Background: an optimization exercise with open tools, aiming at small area, a short achievable clock period and few clock cycles per item. Do not read the settings as production practice.
Only simulation tests tie the RTL to the original design; equivalence was not proved.

==> flow/design.v (outline; a module is shown in full before it is edited, if it fits) <==
// module wire_model: 281 lines
// module wm_sq16: 324 lines
// module wm_benc16: 29 lines
// module wm_ssdiff: 982 lines
// module wm_bsmul33x16: 874 lines
// module wm_bk32: 153 lines
// module wm_bk17: 80 lines
module wire_model (
    input  wire        clk,
    input  wire        rst,
    input  wire        cfg_we,
    input  wire [3:0]  cfg_ch,
    input  wire [15:0] cfg_k,
    input  wire [15:0] cfg_alpha,
    input  wire [15:0] cfg_tlim,
    input  wire        clr,
    input  wire [3:0]  clr_ch,
    input  wire        s_valid,
    output wire        s_ready,
    input  wire [3:0]  s_ch,
    input  wire [15:0] s_irms,
    input  wire [15:0] s_tref,
    output reg         r_valid,
    output reg  [3:0]  r_ch,
    output wire [31:0] r_dt,
    output reg  [16:0] r_temp,
    output reg         r_warn,
    output reg         r_latch,
    output reg         r_cool,
    output reg         r_trip
);
  // ...
==> flow/flow/run.sh <==
#!/bin/bash
# The standard layout (standard.sh: ORFS synthesis to finish), with one
# change: the port buffers are plain sky130_fd_sc_hd__buf_2 cells instead of
# the delay cell the resizer picks by default. Every port still gets its own
# buffer. make's full output goes to standard.log here; ORFS keeps each
# step's log under orfs/logs/.
set -euo pipefail
export BUFFER_PORTS_ARGS="-buffer_cell sky130_fd_sc_hd__buf_2"
bash standard.sh > standard.log 2>&1
==> flow/standard.sh <==
#!/bin/bash
# synth_recipe.tcl (not shown) runs the flow's synth.tcl, then flattens the netlist and writes it again
# the make line also repeats each setting of config.mk as NAME=value (left out here)
make -C /OpenROAD-flow-scripts/flow DESIGN_CONFIG=/design/flow/config.mk WORK_HOME=/design/flow/orfs CLKGATE_MAP_FILE= SYNTH_SCRIPT=/design/flow/synth_recipe.tcl "${@:-finish}"
==> flow/config.mk <==
export PLATFORM = sky130hd
export DESIGN_NAME = wire_model
export DESIGN_NICKNAME = wire_model
export VERILOG_FILES = /design/flow/design.v
export SDC_FILE = /design/flow/constraint.sdc
export NUM_CORES = 4
export LEC_CHECK = 0
export ABC_AREA = 1
export CAP_MARGIN = 20
export CORE_MARGIN = 2
export CORE_UTILIZATION = 65
export CTS_CLUSTER_DIAMETER = 80
export CTS_CLUSTER_SIZE = 26
export PLACE_DENSITY = 0.72
export SLEW_MARGIN = 20
==> flow/constraint.sdc <==
create_clock -name core_clock -period 33.0 [get_ports {clk}]
set_input_delay 6.6000 -clock core_clock [delete_from_list [all_inputs] [get_ports {clk}]]
set_output_delay 6.6000 -clock core_clock [all_outputs]
set_load 0.01 [all_outputs]
==> run_summary.xml, run 1 <==
<?xml version="1.0" encoding="UTF-8"?>
<metrics>
  <group name="critical_path">
    <metric name="reg2reg_depth" unit="">24</metric>
    <metric name="worstReg2RegEnd" unit="">e_step[19]</metric>
    <metric name="critPathKind" unit="">reg -&gt; out</metric>
    <metric name="r2r_start" unit="">c_alpha[7]</metric>
    <metric name="crit_arrival" unit="ns">1.24</metric>
    <metric name="worst_setup_path_end_kind" unit="">primary output</metric>
  </group>
  <group name="synth">
    <metric name="synthMuxAreaShare" unit="%">0.0233</metric>
    <metric name="ys_ff_latch" unit="">1841</metric>
    <metric name="syn_inst" unit="">9332</metric>
    <metric name="yosysUniqueCellTypes" unit="">59</metric>
  </group>
  <group name="place">
    <metric name="place_ws" unit="ns">25.32</metric>
    <metric name="port_buffer_cells" unit="">155</metric>
  </group>
  <group name="timing">
    <metric name="maxSlewViolCount" unit="">0</metric>
    <metric name="setup_tns" unit="ns">0</metric>
    <metric name="skew" unit="ns">0.0597</metric>
  </group>
  <group name="layout">
    <metric name="n_multi_input_combinational_cell" unit="">5665</metric>
    <metric name="numSequentialCells" unit="">1841</metric>
    <metric name="largest_reg_flops" unit="">512</metric>
    <metric name="largest-register" unit="">rd</metric>
    <metric name="area.growth.synth_to_final" unit="%">5.20</metric>
  </group>
  <group name="outcome">
    <metric name="status" unit="">finished clean</metric>
  </group>
  <group name="clocking">
    <metric name="clock_tree.buffer_depth" unit="">3</metric>
    <metric name="insertion_delay" unit="ns">0.77</metric>
    <metric name="ctsHtreeMaxLevel" unit="">3</metric>
    <metric name="cts_hold_buffers" unit="">0</metric>
  </group>
  <group name="route">
    <metric name="m1WireLength" unit="mm">93.6</metric>
    <metric name="routed-wl-met2" unit="mm">99.6</metric>
    <metric name="route.detailed.vias_per_inst" unit="">5.68</metric>
  </group>
  <group name="worst_hold_path">
    <metric name="hold_crit_path_type" unit="">reg -&gt; reg</metric>
  </group>
  <group name="floorplanning">
    <metric name="well_tap_count" unit="">1755</metric>
    <metric name="floorplan.io_pins" unit="">156</metric>
    <metric name="floorplan.rows" unit="">133</metric>
  </group>
  <group name="global_routing">
    <metric name="grt_pass1_wl" unit="mm">345</metric>
    <metric name="global_route.overflow_total" unit="">0</metric>
  </group>
</metrics>
Testbench counts, summed over its fixed seeds: cycles 16,424, samples 16,384.
==> run 2: changes to the inputs <==
==> flow/flow/run.sh (replaced) <==
#!/bin/bash
# The standard layout (standard.sh: ORFS synthesis to finish), with two
# changes:
#  - ABC's area script (used with ABC_AREA=1) maps for area with "map -a"
#    after "dch -f"; everything else in the synthesis, and every register,
#    is as in the standard synthesis. The ORFS scripts are copied into
#    abcscripts/ with only abc_area.script replaced.
#  - the port buffers are plain sky130_fd_sc_hd__buf_2 cells instead of the
#    delay cell the resizer picks by default; every port still gets its own
#    buffer.
# make's full output goes to standard.log here; ORFS keeps each step's log
# under orfs/logs/.
set -euo pipefail
rm -rf abcscripts
cp -r "$FLOW_HOME/scripts" abcscripts
printf 'strash\ndch -f\nmap -a -B 0.9\ntopo\nstime -c\nbuffer -c\nupsize -c\ndnsize -c\n' > abcscripts/abc_area.script
export BUFFER_PORTS_ARGS="-buffer_cell sky130_fd_sc_hd__buf_2"
bash standard.sh SCRIPTS_DIR="$PWD/abcscripts" > standard.log 2>&1
==> run 2 against run 1 <==
Net effect:
- area after synthesis down 1.7%
- count of clock-buffer cells in the layout down 3
- global-route usage shrank 0.84 points
- highest routed layer is now met5
- critical path depth is the same
- design area shrank 1.3%
- sequential cell count unchanged
- still clean on timing, DRC and antenna
==> run_summary.xml, run 2 <==
<?xml version="1.0" encoding="UTF-8"?>
<metrics>
  <group name="outcome">
    <metric name="status" unit="">finished clean</metric>
  </group>
  <group name="synth">
    <metric name="synth-warning-count" unit="">5</metric>
    <metric name="ys_ff_latch" unit="">1841</metric>
    <metric name="seq_area_frac_synth" unit="%">44.7</metric>
    <metric name="ys_async_rst_share" unit="%">0</metric>
    <metric name="synthDominantCellAreaShare" unit="%">41.6</metric>
    <metric name="yosysMostFrequentCell" unit="">dfxtp_1</metric>
    <metric name="yosysUniqueCellTypes" unit="">70</metric>
    <metric name="synth_xor_xnor_area_share" unit="%">7.01</metric>
    <metric name="synth_compound_area_share" unit="%">12.9</metric>
    <metric name="syn_area_per_cell" unit="um2">9.43</metric>
    <metric name="synth_top_family_by_area" unit="">adder cells</metric>
    <metric name="yosys_most_used_dff" unit="">dfxtp_1</metric>
    <metric name="postSynthNetCount" unit="">9959</metric>
    <metric name="synth_top_cell_by_area" unit="">dfxtp_1</metric>
    <metric name="synth_simple_gate_area_share" unit="%">8.79</metric>
    <metric name="synth.cells.most_frequent" unit="">dfxtp_1 (1753), nand2_1 (1195), inv_1 (1181)</metric>
    <metric name="post_synthesis_adder_cell_area_fraction" unit="%">18.8</metric>
    <metric name="synth_enable_flop_cells" unit="">88</metric>
    <metric name="syn_inst" unit="">8944</metric>
    <metric name="synthMuxAreaShare" unit="%">0.0237</metric>
    <metric name="synthTopCellsByArea" unit="">dfxtp_1 (42%), fa_1 (14%), xor2_1 (6.5%)</metric>
    <metric name="mappedNetlistArea" unit="um2">84400</metric>
  </group>
  <group name="clocking">
    <metric name="post_cts_resize_count" unit="">0</metric>
    <metric name="clock_tree.buffer_depth" unit="">3</metric>
    <metric name="cts.repair_timing.setup_buffer_count" unit="">0</metric>
    <metric name="cts_hold_buffers" unit="">0</metric>
    <metric name="clock_sink_count" unit="">1841</metric>
    <metric name="worst_setup_hold_path_clk_slew" unit="ns">0.09</metric>
    <metric name="insertion_delay" unit="ns">0.74</metric>
    <metric name="tritoncts_clock_tree" unit="">done</metric>
    <metric name="clk_root_buffer_cell" unit="">clkbuf_16</metric>
    <metric name="ctsHtreeMaxLevel" unit="">3</metric>
    <metric name="cts-buffers-inserted" unit="">91</metric>
  </group>
  <group name="timing">
    <metric name="skew" unit="ns">0.0319</metric>
    <metric name="finalSetupViolCount" unit="">0</metric>
    <metric name="min_period" unit="ns">7.85</metric>
    <metric name="maxSlewViolCount" unit="">0</metric>
    <metric name="maxSlewHeadroom" unit="%">22.5</metric>
    <metric name="setup_tns" unit="ns">0</metric>
    <metric name="period_utilization_post_route" unit="%">23.8</metric>
    <metric name="timing.fmax" unit="MHz">127</metric>
    <metric name="timing.final.hold_violations" unit="">0</metric>
    <metric name="tightestPinTransition" unit="ns">1.14</metric>
    <metric name="rsz0062_at_grt" unit="">no</metric>
  </group>
  <group name="floorplanning">
    <metric name="die_w" unit="um">364</metric>
    <metric name="die_h" unit="um">364</metric>
    <metric name="core-area" unit="um2">129000</metric>
    <metric name="die_area" unit="um2">133000</metric>
    <metric name="effective_utilization_at_floorplan" unit="%">65.3</metric>
    <metric name="floorplan.rows" unit="">132</metric>
    <metric name="floorplan.io_pins" unit="">156</metric>
  </group>
  <group name="critical_path">
    <metric name="crit_path_cell_trace" unit="">buf_2</metric>
    <metric name="r2r_setup_slack" unit="ns">25.21</metric>
    <metric name="worst_path_maximum_fanout" unit="">1</metric>
    <metric name="critical_path.startpoint_type" unit="">flop</metric>
    <metric name="critPathKind" unit="">reg -&gt; out</metric>
    <metric name="crit_arrival" unit="ns">1.25</metric>
    <metric name="worst_path_max_delay_cell" unit="">dfxtp_1</metric>
    <metric name="worst_setup_path_end_kind" unit="">primary output</metric>
    <metric name="critical_path.max_stage_delay" unit="ns">0.37</metric>
    <metric name="worstPathBufferInverterCount" unit="">1</metric>
    <metric name="crit_family" unit="">flip-flops</metric>
    <metric name="worst-endpoint-required" unit="ns">26.40</metric>
  </group>
  <group name="route">
    <metric name="route.vias.total" unit="">60100</metric>
    <metric name="detail_route.first_pass.iterations" unit="">7</metric>
    <metric name="drt_iter0_drc" unit="">5251</metric>
    <metric name="drc_errors" unit="">0</metric>
    <metric name="antenna_violating_nets_post_route" unit="">0</metric>
    <metric name="route.detailed.vias_per_inst" unit="">5.69</metric>
    <metric name="wire_length_per_cell" unit="um">20.1</metric>
    <metric name="drt-total-wl" unit="mm">212</metric>
  </group>
  <group name="layout">
    <metric name="post-route-cell-area" unit="um2">89100</metric>
    <metric name="area.growth.synth_to_final" unit="%">5.63</metric>
    <metric name="largest_reg_flops" unit="">512</metric>
    <metric name="post_route_cells_drive_above_1_share" unit="%">4.95</metric>
    <metric name="leading_cell_type_in_the_layout_fill_and_taps_excluded" unit="">dfxtp_1</metric>
    <metric name="finalNonFillerCells" unit="">10600</metric>
    <metric name="largest-register" unit="">rd</metric>
    <metric name="final_core_util" unit="%">69.0</metric>
    <metric name="most-common-layout-cells" unit="">dfxtp_1 (1751), inv_1 (1179), nand2_1 (1179)</metric>
    <metric name="num-nets-final" unit="">9768</metric>
  </group>
  <group name="global_routing">
    <metric name="grt_max_degree" unit="">98</metric>
    <metric name="grt_pass1_vias" unit="">58200</metric>
    <metric name="grtUsageTotal" unit="%">31.8</metric>
    <metric name="initial_antenna_violation_count" unit="">5</metric>
    <metric name="grt_pass1_wl" unit="mm">328</metric>
    <metric name="global_route.overflow_total" unit="">0</metric>
  </group>
  <group name="worst_hold_path">
    <metric name="hold_crit_path_type" unit="">reg -&gt; reg</metric>
  </group>
  <group name="place">
    <metric name="port_buffer_cells" unit="">155</metric>
    <metric name="gp_congestion" unit="">0.963</metric>
    <metric name="placed_standard_cell_area" unit="um2">86000</metric>
    <metric name="hpwlAfterDp" unit="mm">145</metric>
    <metric name="numPlacedInstances" unit="">10400</metric>
  </group>
  <group name="flow_run">
    <metric name="drv_cap" unit="">0</metric>
  </group>
</metrics>
[run 2: layer usage]
metal | track usage (%) | wire length (um)
met3 | 5.57 | 15600
met2 | 50.0 | 96400
met1 | 43.2 | 89400
met4 | 14.4 | 10500
met5 | 0 | 47
[run 2: cells by family (layout without fill, tap and decap cells)]
| kind of cell | Yosys count | count (layout) |
|---|---|---|
| flip-flops | 1841 | 1841 |
| buffers and inverters | 1720 | 1585 |
| AO/OA/AOI/OAI | 1918 | 1918 |
| AND/OR/NAND/NOR | 1870 | 1870 |
| XOR/XNOR | 675 | 675 |
| other | 0 | 1 |
| multiplexers | 2 | 2 |
| adder cells (fa/ha/maj) | 918 | 918 |
[run 2: final timing paths]
kind | cells past startpoint | endpoint | start
worst min-delay path | 0 | rd[11][18] | rd[10][18]
worst max register to register | 23 | e_step[24] | c_alpha[3]
worst max-delay path | 1 | r_dt[30] | r_dtq[30]
worst min register to register | 0 | rd[11][18] | rd[10][18]
[run 2: layout make-up]
type                            instances  area, um2
Timing Repair Buffer                  221       1320
Multi-Input combinational cell       5383      40400
Clock buffer                          125       2470
Inverter                             1215       4570
Tap cell                             1742       2180
Sequential cell                      1841      37700
Antenna cell                            1       2.50
Clock inverter                         24        464
Fill cell                           10300      40000
[run 2: stage by stage]
stage	hold slack, ns	setup WS, ns
floorplan	0.310	24.96
global placement	0.309	25.41
detailed placement	0.312	25.36
CTS	0.319	25.10
global route	0.320	24.86
finish	0.321	25.15
==> run 3: changes to the inputs <==
==> flow/flow/run.sh (replaced) <==
#!/bin/bash
# The standard layout (standard.sh: ORFS synthesis to finish), with two
# changes:
#  - ABC's area script (used with ABC_AREA=1) maps with a delay target of
#    5000 ps ("map -D 5000"), so that ABC recovers area on paths faster than
#    that; everything else in the synthesis, and every register, is as in
#    the standard synthesis. The ORFS scripts are copied into abcscripts/
#    with only abc_area.script replaced.
#  - the port buffers are plain sky130_fd_sc_hd__buf_2 cells instead of the
#    delay cell the resizer picks by default; every port still gets its own
#    buffer.
# make's full output goes to standard.log here; ORFS keeps each step's log
# under orfs/logs/.
set -euo pipefail
rm -rf abcscripts
cp -r "$FLOW_HOME/scripts" abcscripts
printf 'strash\ndch -f\nmap -D 5000 -B 0.9\ntopo\nstime -c\nbuffer -c\nupsize -c\ndnsize -c\n' > abcscripts/abc_area.script
export BUFFER_PORTS_ARGS="-buffer_cell sky130_fd_sc_hd__buf_2"
bash standard.sh SCRIPTS_DIR="$PWD/abcscripts" > standard.log 2>&1
==> run 3 against run 2 <==
Net effect:
- setup slack worse by 0.044 ns
- routed wire length grew 4.6%
- critical path type unchanged
- design area increased by 0.15%
- still clean on timing, DRC and antenna
==> run_summary.xml, run 3 <==
<?xml version="1.0" encoding="UTF-8"?>
<metrics>
  <group name="route">
    <metric name="drt_iter0_drc" unit="">5924</metric>
    <metric name="route.detailed.vias_per_inst" unit="">5.70</metric>
    <metric name="route.vias.total" unit="">60700</metric>
    <metric name="drc_errors" unit="">0</metric>
    <metric name="wire_length_per_cell" unit="um">20.8</metric>
    <metric name="detail_route.first_pass.iterations" unit="">9</metric>
    <metric name="antenna_violating_nets_post_route" unit="">0</metric>
    <metric name="drt-total-wl" unit="mm">222</metric>
  </group>
  <group name="synth">
    <metric name="yosysMostFrequentCell" unit="">dfxtp_1</metric>
    <metric name="synthDominantCellAreaShare" unit="%">41.5</metric>
    <metric name="synthTopCellsByArea" unit="">dfxtp_1 (42%), fa_1 (14%), nand2_1 (6.8%)</metric>
    <metric name="synth-warning-count" unit="">5</metric>
    <metric name="synth.cells.most_frequent" unit="">dfxtp_1 (1753), nand2_1 (1531), inv_1 (1199)</metric>
    <metric name="yosys_most_used_dff" unit="">dfxtp_1</metric>
    <metric name="syn_area_per_cell" unit="um2">9.36</metric>
    <metric name="yosysUniqueCellTypes" unit="">67</metric>
    <metric name="synth_enable_flop_cells" unit="">88</metric>
    <metric name="ys_ff_latch" unit="">1841</metric>
    <metric name="seq_area_frac_synth" unit="%">44.6</metric>
    <metric name="postSynthNetCount" unit="">10000</metric>
    <metric name="syn_inst" unit="">9030</metric>
    <metric name="ys_async_rst_share" unit="%">0</metric>
    <metric name="mappedNetlistArea" unit="um2">84500</metric>
    <metric name="synth_top_cell_by_area" unit="">dfxtp_1</metric>
  </group>
  <group name="critical_path">
    <metric name="critical_path.max_stage_delay" unit="ns">0.38</metric>
    <metric name="worst-endpoint-required" unit="ns">26.40</metric>
    <metric name="worst_path_max_delay_cell" unit="">dfxtp_1</metric>
    <metric name="worst_path_maximum_fanout" unit="">2</metric>
    <metric name="critical_path.startpoint_type" unit="">flop</metric>
    <metric name="worstPathBufferInverterCount" unit="">1</metric>
    <metric name="critPathKind" unit="">reg -&gt; out</metric>
    <metric name="crit_path_cell_trace" unit="">buf_2</metric>
    <metric name="crit_family" unit="">flip-flops</metric>
    <metric name="worst_setup_path_end_kind" unit="">primary output</metric>
    <metric name="crit_arrival" unit="ns">1.29</metric>
  </group>
  <group name="clocking">
    <metric name="cts_hold_buffers" unit="">0</metric>
    <metric name="worst_setup_hold_path_clk_slew" unit="ns">0.10</metric>
    <metric name="clk_root_buffer_cell" unit="">clkbuf_16</metric>
    <metric name="insertion_delay" unit="ns">0.76</metric>
    <metric name="clock_tree.buffer_depth" unit="">3</metric>
    <metric name="cts-buffers-inserted" unit="">90</metric>
    <metric name="ctsHtreeMaxLevel" unit="">3</metric>
    <metric name="clock_sink_count" unit="">1841</metric>
    <metric name="tritoncts_clock_tree" unit="">done</metric>
    <metric name="cts.repair_timing.setup_buffer_count" unit="">0</metric>
    <metric name="post_cts_resize_count" unit="">0</metric>
  </group>
  <group name="timing">
    <metric name="min_period" unit="ns">7.89</metric>
    <metric name="setup_tns" unit="ns">0</metric>
    <metric name="maxSlewHeadroom" unit="%">24.2</metric>
    <metric name="hold-worst-slack" unit="ns">0.311</metric>
    <metric name="skew" unit="ns">0.0746</metric>
    <metric name="timing.fmax" unit="MHz">127</metric>
    <metric name="rsz0062_at_grt" unit="">no</metric>
    <metric name="period_utilization_post_route" unit="%">23.9</metric>
    <metric name="finalSetupViolCount" unit="">0</metric>
    <metric name="maxSlewViolCount" unit="">0</metric>
    <metric name="tightestPinTransition" unit="ns">1.14</metric>
    <metric name="timing.final.hold_violations" unit="">0</metric>
  </group>
  <group name="place">
    <metric name="numPlacedInstances" unit="">10500</metric>
    <metric name="port_buffer_cells" unit="">155</metric>
    <metric name="gp_congestion" unit="">0.971</metric>
    <metric name="hpwlAfterDp" unit="mm">150</metric>
  </group>
  <group name="layout">
    <metric name="most-common-layout-cells" unit="">dfxtp_1 (1749), nand2_1 (1515), inv_1 (1197)</metric>
    <metric name="multiInputGateArea" unit="um2">40400</metric>
    <metric name="ff_latch_area" unit="um2">37700</metric>
    <metric name="area.growth.synth_to_final" unit="%">5.59</metric>
    <metric name="leading_cell_type_in_the_layout_fill_and_taps_excluded" unit="">dfxtp_1</metric>
    <metric name="num-nets-final" unit="">9860</metric>
    <metric name="post_route_cells_drive_above_1_share" unit="%">5.24</metric>
    <metric name="largest_reg_flops" unit="">512</metric>
    <metric name="largest-register" unit="">rd</metric>
    <metric name="final_core_util" unit="%">69.0</metric>
    <metric name="fill_cells" unit="">10300</metric>
    <metric name="finalNonFillerCells" unit="">10600</metric>
  </group>
  <group name="floorplanning">
    <metric name="die_area" unit="um2">133000</metric>
    <metric name="effective_utilization_at_floorplan" unit="%">65.4</metric>
    <metric name="core-area" unit="um2">129000</metric>
    <metric name="die_h" unit="um">365</metric>
    <metric name="floorplan.io_pins" unit="">156</metric>
    <metric name="die_w" unit="um">365</metric>
    <metric name="floorplan.rows" unit="">132</metric>
  </group>
  <group name="outcome">
    <metric name="status" unit="">finished clean</metric>
  </group>
  <group name="global_routing">
    <metric name="grt_pass1_vias" unit="">59200</metric>
    <metric name="grt_max_degree" unit="">98</metric>
    <metric name="initial_antenna_violation_count" unit="">12</metric>
    <metric name="global_route.overflow_total" unit="">0</metric>
    <metric name="grtUsageTotal" unit="%">33.3</metric>
    <metric name="grt_pass1_wl" unit="mm">342</metric>
  </group>
  <group name="flow_run">
    <metric name="drv_cap" unit="">0</metric>
  </group>
  <group name="worst_hold_path">
    <metric name="hold_crit_path_type" unit="">reg -&gt; reg</metric>
  </group>
</metrics>
## run 3: cell count changes after synthesis, sizes merged, moves of 16 or more
cell    delta
a21oi     -20
a31oi     +22
clkbuf    +16
inv       +21
nand2    +338
nor2     -207
o211ai    -24
o21ai     -23
xnor2     +30
xor2      -34
## run 3: per-stage QoR
stage	cell area (um2)	worst slack, ns
2_1_floorplan	84500	25.62
3_3_place_gp	86200	25.35
3_5_place_dp	86200	25.41
4_1_cts	89100	25.06
5_1_grt	89300	25.05
6_report	89300	25.11
## run 3: layer usage
layer	share of wire [%]	global-route usage [%]	up-vias
li1	-	-	28400
met1	42	45.3	29200
met2	44	51.1	2500
met3	8.1	6.41	606
met4	5.8	16.7	8
met5	0.021	0	-
## run 3: layout make-up
cell class	count	area share (%)
timing repair buffer	234	1.59
multi-input combinational	5454	45.3
antenna	3	0.00841
tap	1742	2.44
sequential	1841	42.3
inverter	1224	5.15
clock inverter	26	0.510
clock buffer	125	2.73
## run 3: path summary, 6_finish.rpt
kind / slack, ns / to / depth (start not counted) / start
setup reg to reg: 25.73 / e_step[18] / 26 / c_alpha[1]
hold reg to reg: 0.31 / rd[14][27] / 0 / rd[13][27]
hold / removal: 0.31 / rd[14][27] / 0 / rd[13][27]
setup / recovery: 25.11 / s_ready / 1 / rdy
## run 3: cell families after synthesis
kind of cell,synth area share [%]
buffers and inverters,7.80
AND/OR/NAND/NOR,9.28
flip-flops,44.6
AO/OA/AOI/OAI,12.5
adder cells (fa/ha/maj),18.7
XOR/XNOR,6.95
multiplexers,0.144
==> run 4: changes to the inputs <==
--- a/flow/flow/run.sh
+++ b/flow/flow/run.sh
@@ -4,3 +4,3 @@
 #  - ABC's area script (used with ABC_AREA=1) maps with a delay target of
-#    5000 ps ("map -D 5000"), so that ABC recovers area on paths faster than
+#    4000 ps ("map -D 4000", and the sizing steps too), so that ABC recovers area on paths faster than
 #    that; everything else in the synthesis, and every register, is as in
@@ -16,3 +16,3 @@
 cp -r "$FLOW_HOME/scripts" abcscripts
-printf 'strash\ndch -f\nmap -D 5000 -B 0.9\ntopo\nstime -c\nbuffer -c\nupsize -c\ndnsize -c\n' > abcscripts/abc_area.script
+printf 'strash\ndch -f\nmap -D 4000 -B 0.9\ntopo\nstime -c\nbuffer -c\nupsize -c -D 4000\ndnsize -c -D 4000\n' > abcscripts/abc_area.script
 export BUFFER_PORTS_ARGS="-buffer_cell sky130_fd_sc_hd__buf_2"
==> run 4 against run 3 <==
Net effect:
- still clean on timing, DRC and antenna
- design area hardly changed
- core utilization grew 0.053 points
- register-to-register slack improved by 0.11 ns
- global-route usage decreased by 0.56 points
- sequential share of layout area about the same
- area after synthesis barely moved
- setup slack better by 0.051 ns
- critical path type unchanged
- highest routed layer is now met4
==> run_summary.xml, run 4 <==
<?xml version="1.0" encoding="UTF-8"?>
<metrics>
  <group name="synth">
    <metric name="ys_async_rst_share" unit="%">0</metric>
    <metric name="postSynthNetCount" unit="">10100</metric>
    <metric name="synth_top_cell_by_area" unit="">dfxtp_1</metric>
    <metric name="synth_enable_flop_cells" unit="">88</metric>
    <metric name="yosysMostFrequentCell" unit="">dfxtp_1</metric>
    <metric name="synthTopCellsByArea" unit="">dfxtp_1 (41%), fa_1 (14%), nand2_1 (6.9%)</metric>
    <metric name="ys_ff_latch" unit="">1841</metric>
    <metric name="yosysUniqueCellTypes" unit="">44</metric>
    <metric name="seq_area_frac_synth" unit="%">44.6</metric>
    <metric name="synth-warning-count" unit="">5</metric>
    <metric name="mappedNetlistArea" unit="um2">84600</metric>
    <metric name="yosys_most_used_dff" unit="">dfxtp_1</metric>
    <metric name="syn_area_per_cell" unit="um2">9.28</metric>
    <metric name="synth.cells.most_frequent" unit="">dfxtp_1 (1753), nand2_1 (1550), inv_1 (1221)</metric>
    <metric name="syn_inst" unit="">9117</metric>
    <metric name="synthDominantCellAreaShare" unit="%">41.5</metric>
  </group>
  <group name="global_routing">
    <metric name="grt_pass1_wl" unit="mm">338</metric>
    <metric name="grtUsageTotal" unit="%">32.8</metric>
    <metric name="initial_antenna_violation_count" unit="">1</metric>
    <metric name="grt_pass1_vias" unit="">59800</metric>
    <metric name="grt_max_degree" unit="">98</metric>
    <metric name="global_route.overflow_total" unit="">0</metric>
  </group>
  <group name="clocking">
    <metric name="insertion_delay" unit="ns">0.76</metric>
    <metric name="cts-buffers-inserted" unit="">91</metric>
    <metric name="worst_setup_hold_path_clk_slew" unit="ns">0.10</metric>
    <metric name="clk_root_buffer_cell" unit="">clkbuf_16</metric>
    <metric name="cts_hold_buffers" unit="">0</metric>
    <metric name="clock_tree.buffer_depth" unit="">3</metric>
    <metric name="post_cts_resize_count" unit="">0</metric>
    <metric name="tritoncts_clock_tree" unit="">done</metric>
    <metric name="ctsHtreeMaxLevel" unit="">3</metric>
    <metric name="clock_sink_count" unit="">1841</metric>
    <metric name="cts.repair_timing.setup_buffer_count" unit="">0</metric>
  </group>
  <group name="outcome">
    <metric name="status" unit="">finished clean</metric>
  </group>
  <group name="floorplanning">
    <metric name="core-area" unit="um2">129000</metric>
    <metric name="floorplan.rows" unit="">132</metric>
    <metric name="die_area" unit="um2">133000</metric>
    <metric name="die_w" unit="um">365</metric>
    <metric name="die_h" unit="um">365</metric>
    <metric name="effective_utilization_at_floorplan" unit="%">65.4</metric>
    <metric name="floorplan.io_pins" unit="">156</metric>
  </group>
  <group name="critical_path">
    <metric name="worst-path-stages" unit="">1</metric>
    <metric name="crit_arrival" unit="ns">1.24</metric>
    <metric name="worstPathBufferInverterCount" unit="">1</metric>
    <metric name="reg2reg_depth" unit="">23</metric>
    <metric name="worst_path_maximum_fanout" unit="">2</metric>
    <metric name="worst_setup_path_end_kind" unit="">primary output</metric>
    <metric name="critPathKind" unit="">reg -&gt; out</metric>
    <metric name="critical_path.startpoint_type" unit="">flop</metric>
    <metric name="crit_family" unit="">flip-flops</metric>
    <metric name="worst-endpoint-required" unit="ns">26.40</metric>
    <metric name="crit_path_cell_trace" unit="">buf_2</metric>
    <metric name="worst_path_max_delay_cell" unit="">dfxtp_1</metric>
    <metric name="critical_path.max_stage_delay" unit="ns">0.35</metric>
  </group>
  <group name="timing">
    <metric name="setup_tns" unit="ns">0</metric>
    <metric name="skew" unit="ns">0.0464</metric>
    <metric name="maxSlewHeadroom" unit="%">20.6</metric>
    <metric name="min_period" unit="ns">7.84</metric>
    <metric name="rsz0062_at_grt" unit="">no</metric>
    <metric name="tightestPinTransition" unit="ns">1.19</metric>
    <metric name="finalSetupViolCount" unit="">0</metric>
    <metric name="timing.final.hold_violations" unit="">0</metric>
    <metric name="timing.fmax" unit="MHz">128</metric>
    <metric name="period_utilization_post_route" unit="%">23.8</metric>
    <metric name="maxSlewViolCount" unit="">0</metric>
  </group>
  <group name="place">
    <metric name="numPlacedInstances" unit="">10600</metric>
    <metric name="gp_congestion" unit="">0.957</metric>
    <metric name="hpwlAfterDp" unit="mm">148</metric>
    <metric name="port_buffer_cells" unit="">155</metric>
  </group>
  <group name="layout">
    <metric name="leading_cell_type_in_the_layout_fill_and_taps_excluded" unit="">dfxtp_1</metric>
    <metric name="largest_reg_flops" unit="">512</metric>
    <metric name="most-common-layout-cells" unit="">dfxtp_1 (1749), nand2_1 (1534), inv_1 (1216)</metric>
    <metric name="largest-register" unit="">rd</metric>
    <metric name="post_route_cells_drive_above_1_share" unit="%">4.50</metric>
    <metric name="area.growth.synth_to_final" unit="%">5.62</metric>
    <metric name="num-nets-final" unit="">9943</metric>
    <metric name="finalNonFillerCells" unit="">10700</metric>
    <metric name="diodes_inserted" unit="">0</metric>
  </group>
  <group name="route">
    <metric name="route.vias.total" unit="">60900</metric>
    <metric name="antenna_violating_nets_post_route" unit="">0</metric>
    <metric name="wire_length_per_cell" unit="um">20.4</metric>
    <metric name="route.detailed.vias_per_inst" unit="">5.68</metric>
    <metric name="detail_route.first_pass.iterations" unit="">6</metric>
    <metric name="drt-total-wl" unit="mm">218</metric>
    <metric name="drc_errors" unit="">0</metric>
    <metric name="drt_iter0_drc" unit="">5813</metric>
  </group>
  <group name="worst_hold_path">
    <metric name="hold_crit_path_type" unit="">reg -&gt; reg</metric>
    <metric name="worstHoldPathCells" unit="">0</metric>
  </group>
  <group name="flow_run">
    <metric name="drv_cap" unit="">0</metric>
  </group>
</metrics>
## run 4: cell count changes after synthesis, moves of 10 or more
cell,delta
nand4_1,+17
clkbuf_1,+57
nand3_1,+26
a21oi_2,-11
o21ai_0,+35
o21ai_1,-10
nor2_1,+17
a21oi_1,+25
inv_1,+22
buf_2,-48
nand2_1,+19
## run 4: kinds of logic after synthesis
family,after synthesis,share of synthesized area (%)
AND/OR/NAND/NOR,2043,9.48
multiplexers,2,0.0237
XOR/XNOR,671,6.95
AO/OA/AOI/OAI,1889,12.4
buffers and inverters,1753,7.78
flip-flops,1841,44.6
adder cells (fa/ha/maj),918,18.7
## run 4: final timing paths
path                end  slack, ns        from
max             s_ready      25.16         rdy
min          rd[14][20]       0.32  rd[13][20]
max reg2reg  c_diff[29]      25.84   b_kenc[5]
min reg2reg  rd[14][20]       0.32  rd[13][20]
## run 4: routing by layer
layer | GRT usage [%] | routed length, um | vias to the layer above
met4 | 15.8 | 11900 | 0
li1 | - | - | 28700
met5 | 0 | 0 | -
met3 | 5.67 | 16500 | 553
met2 | 51.2 | 97800 | 2414
met1 | 44.4 | 92100 | 29300
## run 4: layout make-up
class                           count  area, um2
Timing Repair Buffer              228       1370
Fill cell                       10300      40000
Inverter                         1243       4670
Clock inverter                     28        537
Sequential cell                  1841      37700
Tap cell                         1742       2180
Multi-Input combinational cell   5523      40400
Clock buffer                      119       2390
## run 4: per-stage QoR
stage / hold slack, ns / util, % / instance area [um2] / setup slack (ns)
final: 0.318 / 69.1 / 89300 / 25.16
after global routing: 0.328 / 69.1 / 89300 / 25.09
after CTS: 0.308 / 69.0 / 89200 / 25.11
after detailed placement: 0.312 / 66.7 / 86300 / 25.34
after global placement: 0.310 / 66.7 / 86300 / 25.27
after floorplan: 0.310 / - / 84600 / 24.82
==> run 5: changes to the inputs <==
--- a/flow/flow/run.sh
+++ b/flow/flow/run.sh
@@ -3,4 +3,4 @@
 # changes:
-#  - ABC's area script (used with ABC_AREA=1) maps with a delay target of
-#    4000 ps ("map -D 4000", and the sizing steps too), so that ABC recovers area on paths faster than
+#  - ABC's area script (used with ABC_AREA=1) rewrites the logic once more ("dc2") and maps with a
+#    delay target of 4000 ps ("map -D 4000", and the sizing steps too), so that ABC recovers area on paths faster than
 #    that; everything else in the synthesis, and every register, is as in
@@ -16,3 +16,3 @@
 cp -r "$FLOW_HOME/scripts" abcscripts
-printf 'strash\ndch -f\nmap -D 4000 -B 0.9\ntopo\nstime -c\nbuffer -c\nupsize -c -D 4000\ndnsize -c -D 4000\n' > abcscripts/abc_area.script
+printf 'strash\ndc2\ndch -f\nmap -D 4000 -B 0.9\ntopo\nstime -c\nbuffer -c\nupsize -c -D 4000\ndnsize -c -D 4000\n' > abcscripts/abc_area.script
 export BUFFER_PORTS_ARGS="-buffer_cell sky130_fd_sc_hd__buf_2"
==> run 5 against run 4 <==
Net effect:
- still clean
- critical path type unchanged
- largest cell class unchanged
- routed wire length is 5.5% lower
- synthesized cell count down 2.0%
- die area shrank 1.5%
- sequential share of layout area is 0.70 points higher
==> run_summary.xml, run 5 <==
<?xml version="1.0" encoding="UTF-8"?>
<metrics>
  <group name="outcome">
    <metric name="status" unit="">finished clean</metric>
  </group>
  <group name="floorplanning">
    <metric name="die_area" unit="um2">131000</metric>
    <metric name="core-area" unit="um2">127000</metric>
    <metric name="floorplan.rows" unit="">131</metric>
    <metric name="die_h" unit="um">362</metric>
    <metric name="effective_utilization_at_floorplan" unit="%">65.4</metric>
    <metric name="die_w" unit="um">362</metric>
    <metric name="floorplan.io_pins" unit="">156</metric>
  </group>
  <group name="synth">
    <metric name="synthDominantCellAreaShare" unit="%">42.1</metric>
    <metric name="synth-warning-count" unit="">5</metric>
    <metric name="synth.cells.most_frequent" unit="">dfxtp_1 (1753), nand2_1 (1620), inv_1 (1214)</metric>
    <metric name="synth_xor_xnor_area_share" unit="%">6.37</metric>
    <metric name="ys_async_rst_share" unit="%">0</metric>
    <metric name="synth_top_family_by_area" unit="">adder cells</metric>
    <metric name="synthMuxAreaShare" unit="%">0.0240</metric>
    <metric name="synth_enable_flop_cells" unit="">88</metric>
    <metric name="syn_area_per_cell" unit="um2">9.32</metric>
    <metric name="synth_simple_gate_area_share" unit="%">9.59</metric>
    <metric name="postSynthNetCount" unit="">9952</metric>
    <metric name="syn_inst" unit="">8937</metric>
    <metric name="yosysUniqueCellTypes" unit="">47</metric>
    <metric name="seq_area_frac_synth" unit="%">45.3</metric>
    <metric name="synth_top_cell_by_area" unit="">dfxtp_1</metric>
    <metric name="synthTopCellsByArea" unit="">dfxtp_1 (42%), fa_1 (14%), nand2_1 (7.3%)</metric>
    <metric name="post_synthesis_adder_cell_area_fraction" unit="%">19.0</metric>
    <metric name="mappedNetlistArea" unit="um2">83300</metric>
    <metric name="synth_compound_area_share" unit="%">11.8</metric>
    <metric name="ys_ff_latch" unit="">1841</metric>
    <metric name="yosys_most_used_dff" unit="">dfxtp_1</metric>
    <metric name="yosysMostFrequentCell" unit="">dfxtp_1</metric>
  </group>
  <group name="timing">
    <metric name="finalSetupViolCount" unit="">0</metric>
    <metric name="timing.final.hold_violations" unit="">0</metric>
    <metric name="tightestPinTransition" unit="ns">1.13</metric>
    <metric name="maxSlewHeadroom" unit="%">25.0</metric>
    <metric name="rsz0062_at_grt" unit="">no</metric>
    <metric name="skew" unit="ns">0.0528</metric>
    <metric name="period_utilization_post_route" unit="%">23.7</metric>
    <metric name="min_period" unit="ns">7.81</metric>
    <metric name="maxSlewViolCount" unit="">0</metric>
    <metric name="setup_tns" unit="ns">0</metric>
    <metric name="timing.fmax" unit="MHz">128</metric>
  </group>
  <group name="clocking">
    <metric name="clock_tree.buffer_depth" unit="">3</metric>
    <metric name="cts.repair_timing.setup_buffer_count" unit="">0</metric>
    <metric name="cts-buffers-inserted" unit="">89</metric>
    <metric name="clk_root_buffer_cell" unit="">clkbuf_16</metric>
    <metric name="cts_hold_buffers" unit="">0</metric>
    <metric name="tritoncts_clock_tree" unit="">done</metric>
    <metric name="worst_setup_hold_path_clk_slew" unit="ns">0.10</metric>
    <metric name="ctsHtreeMaxLevel" unit="">3</metric>
    <metric name="clock_sink_count" unit="">1841</metric>
    <metric name="insertion_delay" unit="ns">0.74</metric>
    <metric name="post_cts_resize_count" unit="">0</metric>
  </group>
  <group name="place">
    <metric name="hpwlAfterDp" unit="mm">139</metric>
    <metric name="numPlacedInstances" unit="">10300</metric>
    <metric name="port_buffer_cells" unit="">155</metric>
    <metric name="placed_standard_cell_area" unit="um2">85000</metric>
    <metric name="gp_congestion" unit="">0.941</metric>
  </group>
  <group name="worst_hold_path">
    <metric name="hold_end" unit="">rd[15][29]</metric>
    <metric name="worstHoldPathCells" unit="">0</metric>
    <metric name="worstHoldStart" unit="">rd[14][29]</metric>
    <metric name="hold_crit_path_type" unit="">reg -&gt; reg</metric>
  </group>
  <group name="critical_path">
    <metric name="critPathKind" unit="">reg -&gt; out</metric>
    <metric name="crit_path_cell_trace" unit="">buf_2</metric>
    <metric name="worstReg2RegEnd" unit="">c_diff[30]</metric>
    <metric name="worst-endpoint-required" unit="ns">26.40</metric>
    <metric name="worst_setup_path_end_kind" unit="">primary output</metric>
    <metric name="reg2reg_depth" unit="">38</metric>
    <metric name="worst_path_max_delay_cell" unit="">dfxtp_1</metric>
    <metric name="worst_path_maximum_fanout" unit="">2</metric>
    <metric name="r2r_start" unit="">b_kenc[9]</metric>
    <metric name="worstPathBufferInverterCount" unit="">1</metric>
    <metric name="crit_arrival" unit="ns">1.21</metric>
    <metric name="critical_path.startpoint_type" unit="">flop</metric>
    <metric name="r2r_setup_slack" unit="ns">25.64</metric>
    <metric name="crit_family" unit="">flip-flops</metric>
    <metric name="critical_path.max_stage_delay" unit="ns">0.34</metric>
  </group>
  <group name="layout">
    <metric name="num-nets-final" unit="">9762</metric>
    <metric name="post_route_cells_drive_above_1_share" unit="%">4.54</metric>
    <metric name="post-route-cell-area" unit="um2">87900</metric>
    <metric name="leading_cell_type_in_the_layout_fill_and_taps_excluded" unit="">dfxtp_1</metric>
    <metric name="largest_reg_flops" unit="">512</metric>
    <metric name="largest-register" unit="">rd</metric>
    <metric name="diodes_inserted" unit="">0</metric>
    <metric name="most-common-layout-cells" unit="">dfxtp_1 (1749), nand2_1 (1612), inv_1 (1213)</metric>
    <metric name="finalNonFillerCells" unit="">10500</metric>
    <metric name="area.growth.synth_to_final" unit="%">5.47</metric>
  </group>
  <group name="global_routing">
    <metric name="grt_pass1_vias" unit="">57800</metric>
    <metric name="grt_pass1_wl" unit="mm">322</metric>
    <metric name="grtUsageTotal" unit="%">31.4</metric>
    <metric name="grt_max_degree" unit="">98</metric>
    <metric name="global_route.overflow_total" unit="">0</metric>
    <metric name="initial_antenna_violation_count" unit="">1</metric>
  </group>
  <group name="route">
    <metric name="drt_iter0_drc" unit="">5371</metric>
    <metric name="antenna_violating_nets_post_route" unit="">0</metric>
    <metric name="route.vias.total" unit="">59000</metric>
    <metric name="wire_length_per_cell" unit="um">19.7</metric>
    <metric name="drt-total-wl" unit="mm">206</metric>
    <metric name="detail_route.first_pass.iterations" unit="">6</metric>
    <metric name="route.detailed.vias_per_inst" unit="">5.64</metric>
    <metric name="drc_errors" unit="">0</metric>
  </group>
  <group name="flow_run">
    <metric name="drv_cap" unit="">0</metric>
  </group>
</metrics>
run 5: cell type report:
type,instances,area (um2)
Clock buffer,124,2410
Clock inverter,21,337
Fill cell,10200,39500
Inverter,1235,4640
Multi-Input combinational cell,5345,39200
Sequential cell,1841,37700
Tap cell,1662,2080
Timing Repair Buffer,235,1440
run 5: how the worst max path moves through the flow:
stage / from / end / depth (start not counted)
final: rdy / s_ready / 1
after CTS: rdy / s_ready / 1
after detailed placement: s_ch[3] / rdy / 5
after global routing: rd[3][1] / warn[6] / 55
after floorplan: s_ch[3] / rdy / 4
after global placement: s_ch[3] / rdy / 5
run 5: metrics by stage:
stage	utilization [%]	hold WS (ns)	worst slack, ns
2_1_floorplan	-	0.310	25.60
3_3_place_gp	66.8	0.309	25.32
3_5_place_dp	66.8	0.312	25.32
4_1_cts	68.9	0.323	25.13
5_1_grt	69.0	0.318	24.90
6_report	69.0	0.321	25.19
run 5: metal layers:
| layer | track usage [%] | vias to the layer above | wire length, um |
|---|---|---|---|
| met2 | 49.3 | 2223 | 92900 |
| li1 | - | 28000 | - |
| met1 | 42.8 | 28400 | 88200 |
| met4 | 14.4 | 0 | 10300 |
| met3 | 5.05 | 436 | 14700 |
| met5 | 0 | - | 0 |
run 5: cells by family (layout without fill, tap and decap cells):
group                    Yosys count  count (layout)
flip-flops                      1841            1841
multiplexers                       2               2
XOR/XNOR                         606             606
adder cells (fa/ha/maj)          918             918
AND/OR/NAND/NOR                 2040            2040
AO/OA/AOI/OAI                   1779            1779
buffers and inverters           1751            1615
==> run 6: changes to the inputs <==
--- a/flow/flow/run.sh
+++ b/flow/flow/run.sh
@@ -3,4 +3,4 @@
 # changes:
-#  - ABC's area script (used with ABC_AREA=1) rewrites the logic once more ("dc2") and maps with a
-#    delay target of 4000 ps ("map -D 4000", and the sizing steps too), so that ABC recovers area on paths faster than
+#  - ABC's area script (used with ABC_AREA=1) maps twice with a delay target
+#    of 4000 ps ("map -D 4000", and the sizing steps too), so that ABC recovers area on paths faster than
 #    that; everything else in the synthesis, and every register, is as in
@@ -16,3 +16,3 @@
 cp -r "$FLOW_HOME/scripts" abcscripts
-printf 'strash\ndc2\ndch -f\nmap -D 4000 -B 0.9\ntopo\nstime -c\nbuffer -c\nupsize -c -D 4000\ndnsize -c -D 4000\n' > abcscripts/abc_area.script
+printf 'strash\ndch -f\nmap -D 4000 -B 0.9\ntopo\nstime -c\nbuffer -c\nupsize -c -D 4000\ndnsize -c -D 4000\nstrash\ndch -f\nmap -D 4000 -B 0.9\ntopo\nstime -c\nbuffer -c\nupsize -c -D 4000\ndnsize -c -D 4000\n' > abcscripts/abc_area.script
 export BUFFER_PORTS_ARGS="-buffer_cell sky130_fd_sc_hd__buf_2"
==> run 6 against run 5 <==
Net effect:
- final cell count up 2.4%
- non-clock buffer count down 6
- sequential cell count unchanged
- design area up 1.5%
- critical endpoint is now r_valid
- count of clock-buffer cells in the layout down 4
- fmax down 0.58%
==> run_summary.xml, run 6 <==
<?xml version="1.0" encoding="UTF-8"?>
<metrics>
  <group name="synth">
    <metric name="seq_area_frac_synth" unit="%">44.8</metric>
    <metric name="synthTopCellsByArea" unit="">dfxtp_1 (42%), fa_1 (14%), nand2_1 (7.2%)</metric>
    <metric name="yosysMostFrequentCell" unit="">dfxtp_1</metric>
    <metric name="synth_enable_flop_cells" unit="">88</metric>
    <metric name="syn_inst" unit="">9100</metric>
    <metric name="synthDominantCellAreaShare" unit="%">41.7</metric>
    <metric name="postSynthNetCount" unit="">10100</metric>
    <metric name="yosys_most_used_dff" unit="">dfxtp_1</metric>
    <metric name="syn_area_per_cell" unit="um2">9.26</metric>
    <metric name="mappedNetlistArea" unit="um2">84200</metric>
    <metric name="synth.cells.most_frequent" unit="">dfxtp_1 (1753), nand2_1 (1608), inv_1 (1183)</metric>
    <metric name="yosysUniqueCellTypes" unit="">48</metric>
    <metric name="synth-warning-count" unit="">5</metric>
    <metric name="ys_async_rst_share" unit="%">0</metric>
    <metric name="synth_top_cell_by_area" unit="">dfxtp_1</metric>
    <metric name="ys_ff_latch" unit="">1841</metric>
  </group>
  <group name="layout">
    <metric name="num-nets-final" unit="">9925</metric>
    <metric name="most-common-layout-cells" unit="">dfxtp_1 (1750), nand2_1 (1592), inv_1 (1181)</metric>
    <metric name="leading_cell_type_in_the_layout_fill_and_taps_excluded" unit="">dfxtp_1</metric>
    <metric name="area.growth.synth_to_final" unit="%">5.84</metric>
    <metric name="largest_reg_flops" unit="">512</metric>
    <metric name="final_core_util" unit="%">69.1</metric>
    <metric name="largest-register" unit="">rd</metric>
    <metric name="finalNonFillerCells" unit="">10700</metric>
    <metric name="post_route_cells_drive_above_1_share" unit="%">4.60</metric>
  </group>
  <group name="critical_path">
    <metric name="worst_setup_path_startpoint" unit="">r_valid</metric>
    <metric name="r2r_start" unit="">b_kenc[1]</metric>
    <metric name="worst-path-stages" unit="">1</metric>
    <metric name="r2r_setup_slack" unit="ns">25.77</metric>
    <metric name="critical_path.startpoint_type" unit="">flop</metric>
    <metric name="critical_path.max_stage_delay" unit="ns">0.32</metric>
    <metric name="worst-endpoint-required" unit="ns">26.40</metric>
    <metric name="worst_setup_path_end_kind" unit="">primary output</metric>
    <metric name="critPathKind" unit="">reg -&gt; out</metric>
    <metric name="worstPathBufferInverterCount" unit="">1</metric>
    <metric name="reg2reg_depth" unit="">28</metric>
    <metric name="worst_path_maximum_fanout" unit="">1</metric>
    <metric name="timing.critical_path.to" unit="">r_valid</metric>
    <metric name="worst_path_max_delay_cell" unit="">dfxtp_1</metric>
    <metric name="crit_arrival" unit="ns">1.26</metric>
    <metric name="crit_path_cell_trace" unit="">buf_2</metric>
    <metric name="crit_family" unit="">flip-flops</metric>
    <metric name="worstReg2RegEnd" unit="">c_diff[28]</metric>
  </group>
  <group name="timing">
    <metric name="hold-worst-slack" unit="ns">0.315</metric>
    <metric name="timing.final.hold_violations" unit="">0</metric>
    <metric name="timing.fmax" unit="MHz">127</metric>
    <metric name="period_utilization_post_route" unit="%">23.8</metric>
    <metric name="min_period" unit="ns">7.86</metric>
    <metric name="finalWorstSetupSlack" unit="ns">25.14</metric>
    <metric name="finalSetupViolCount" unit="">0</metric>
    <metric name="maxSlewViolCount" unit="">0</metric>
    <metric name="rsz0062_at_grt" unit="">no</metric>
    <metric name="tightestPinTransition" unit="ns">1.15</metric>
    <metric name="skew" unit="ns">0.0491</metric>
    <metric name="setup_tns" unit="ns">0</metric>
    <metric name="maxSlewHeadroom" unit="%">23.3</metric>
  </group>
  <group name="worst_hold_path">
    <metric name="hold_crit_path_type" unit="">reg -&gt; reg</metric>
  </group>
  <group name="route">
    <metric name="drc_errors" unit="">0</metric>
    <metric name="detail_route.first_pass.iterations" unit="">12</metric>
    <metric name="antenna_violating_nets_post_route" unit="">0</metric>
    <metric name="drt-total-wl" unit="mm">217</metric>
    <metric name="drt_iter0_drc" unit="">5592</metric>
    <metric name="route.detailed.vias_per_inst" unit="">5.70</metric>
    <metric name="wire_length_per_cell" unit="um">20.3</metric>
    <metric name="route.vias.total" unit="">61100</metric>
  </group>
  <group name="place">
    <metric name="numPlacedInstances" unit="">10600</metric>
    <metric name="gp_congestion" unit="">0.960</metric>
    <metric name="place_ws" unit="ns">25.50</metric>
    <metric name="hpwlAfterDp" unit="mm">148</metric>
    <metric name="port_buffer_cells" unit="">155</metric>
  </group>
  <group name="clocking">
    <metric name="cts.repair_timing.setup_buffer_count" unit="">0</metric>
    <metric name="ctsHtreeMaxLevel" unit="">3</metric>
    <metric name="cts_hold_buffers" unit="">0</metric>
    <metric name="insertion_delay" unit="ns">0.75</metric>
    <metric name="clk_root_buffer_cell" unit="">clkbuf_16</metric>
    <metric name="tritoncts_clock_tree" unit="">done</metric>
    <metric name="cts-buffers-inserted" unit="">92</metric>
    <metric name="post_cts_resize_count" unit="">0</metric>
    <metric name="clock_sink_count" unit="">1841</metric>
    <metric name="worst_setup_hold_path_clk_slew" unit="ns">0.10</metric>
    <metric name="clock_tree.buffer_depth" unit="">3</metric>
  </group>
  <group name="floorplanning">
    <metric name="effective_utilization_at_floorplan" unit="%">65.3</metric>
    <metric name="die_area" unit="um2">132000</metric>
    <metric name="die_h" unit="um">364</metric>
    <metric name="floorplan.rows" unit="">132</metric>
    <metric name="die_w" unit="um">364</metric>
    <metric name="floorplan.io_pins" unit="">156</metric>
    <metric name="core-area" unit="um2">129000</metric>
  </group>
  <group name="global_routing">
    <metric name="grt_pass1_vias" unit="">59000</metric>
    <metric name="grtUsageTotal" unit="%">32.6</metric>
    <metric name="global_route.overflow_total" unit="">0</metric>
    <metric name="grt_max_degree" unit="">98</metric>
    <metric name="grt_pass1_wl" unit="mm">335</metric>
    <metric name="initial_antenna_violation_count" unit="">5</metric>
  </group>
  <group name="flow_run">
    <metric name="drv_cap" unit="">0</metric>
  </group>
  <group name="outcome">
    <metric name="status" unit="">finished clean</metric>
  </group>
</metrics>
run 6: cell count changes after synthesis, moves of 13 or more:
cell,previous run,this run
nor2_1,217,274
o22ai_1,462,514
a21oi_1,217,267
inv_1,1214,1183
xor2_1,550,579
nand3_1,125,153
o211ai_1,31,6
clkbuf_1,469,453
nor3_1,21,36
buf_1,47,60
run 6: cells by family (layout without fill, tap and decap cells):
logic type | Yosys count | in the layout | share of synthesized area (%)
mux | 2 | 2 | 0.0238
xor+xnor | 627 | 627 | 6.52
compound gates | 1854 | 1854 | 12.2
other cells | 0 | 8 | 0
flops | 1841 | 1841 | 44.8
simple gates | 2143 | 2143 | 10.1
fa+ha+maj | 918 | 918 | 18.8
buf+inv | 1715 | 1581 | 7.64
run 6: layer usage:
layer	GRT usage, %	up-vias	part of all wire [%]
li1	-	28700	-
met4	17.6	2	6.0
met2	50.3	2430	44
met5	0	-	0.0051
met1	43.4	29400	41
met3	6.37	602	8.1
run 6: layout make-up:
type | count | area [um2]
flip-flops and latches | 1841 | 37700
inverters | 1202 | 4510
fillers | 10300 | 39800
clock inverters | 30 | 532
clock buffers | 120 | 2420
repair buffers | 229 | 1460
multi-input cells | 5544 | 40300
diodes | 8 | 20.0
well taps | 1742 | 2180
run 6: worst min path at each step:
stage	startpoint	end	slack, ns	cells after the start
after global routing	rd[13][29]	rd[14][29]	0.30	0
after CTS	rd[13][29]	rd[14][29]	0.31	0
after detailed placement	rd[15][5]	rd[0][5]	0.31	0
final	rd[13][29]	rd[14][29]	0.32	0
after floorplan	b_alpha[0]	c_alpha[0]	0.31	0
after global placement	rd[10][15]	rd[11][15]	0.31	0
run 6: through the flow:
step / cell area, um2
finish: 89200
global placement: 86000
CTS: 89000
floorplan: 84200
detailed placement: 86100
global route: 89100

==> separate check: timing with driven ports <==
In the flow no input, the clock included, has a driving cell. The finished layouts below were timed again as built, in two steps.
Step 1 assumes that a clkbuf_16 drives the clock port and a buf_2 every other input.
Step 2 moves the port delays by t, midway between the first and last clock arrival at a register: inputs arrive t later, outputs are due t later. That takes back most of the time a late clock gives input paths.
a / b / c = ideal / step 1 / step 2; a / b = the first two.
run	t, ns	slack for setup (ns)	hold slack, ns	worst data-port slew with drivers (ns)
run 1	0.827	25.165 / 25.079 / 25.327	0.312 / 0.312 / 0.312	0.05
run 2	0.797	25.154 / 25.079 / 25.208	0.321 / 0.321 / 0.321	0.07
run 3	0.799	25.110 / 25.034 / 25.425	0.311 / 0.311 / 0.311	0.04
run 4	0.821	25.160 / 25.077 / 25.334	0.318 / 0.318 / 0.318	0.04
run 5	0.786	25.187 / 25.115 / 25.322	0.321 / 0.321 / 0.321	0.05
run 6	0.806	25.142 / 25.064 / 25.455	0.315 / 0.315 / 0.315	0.05
After both steps every run listed still meets setup and hold.
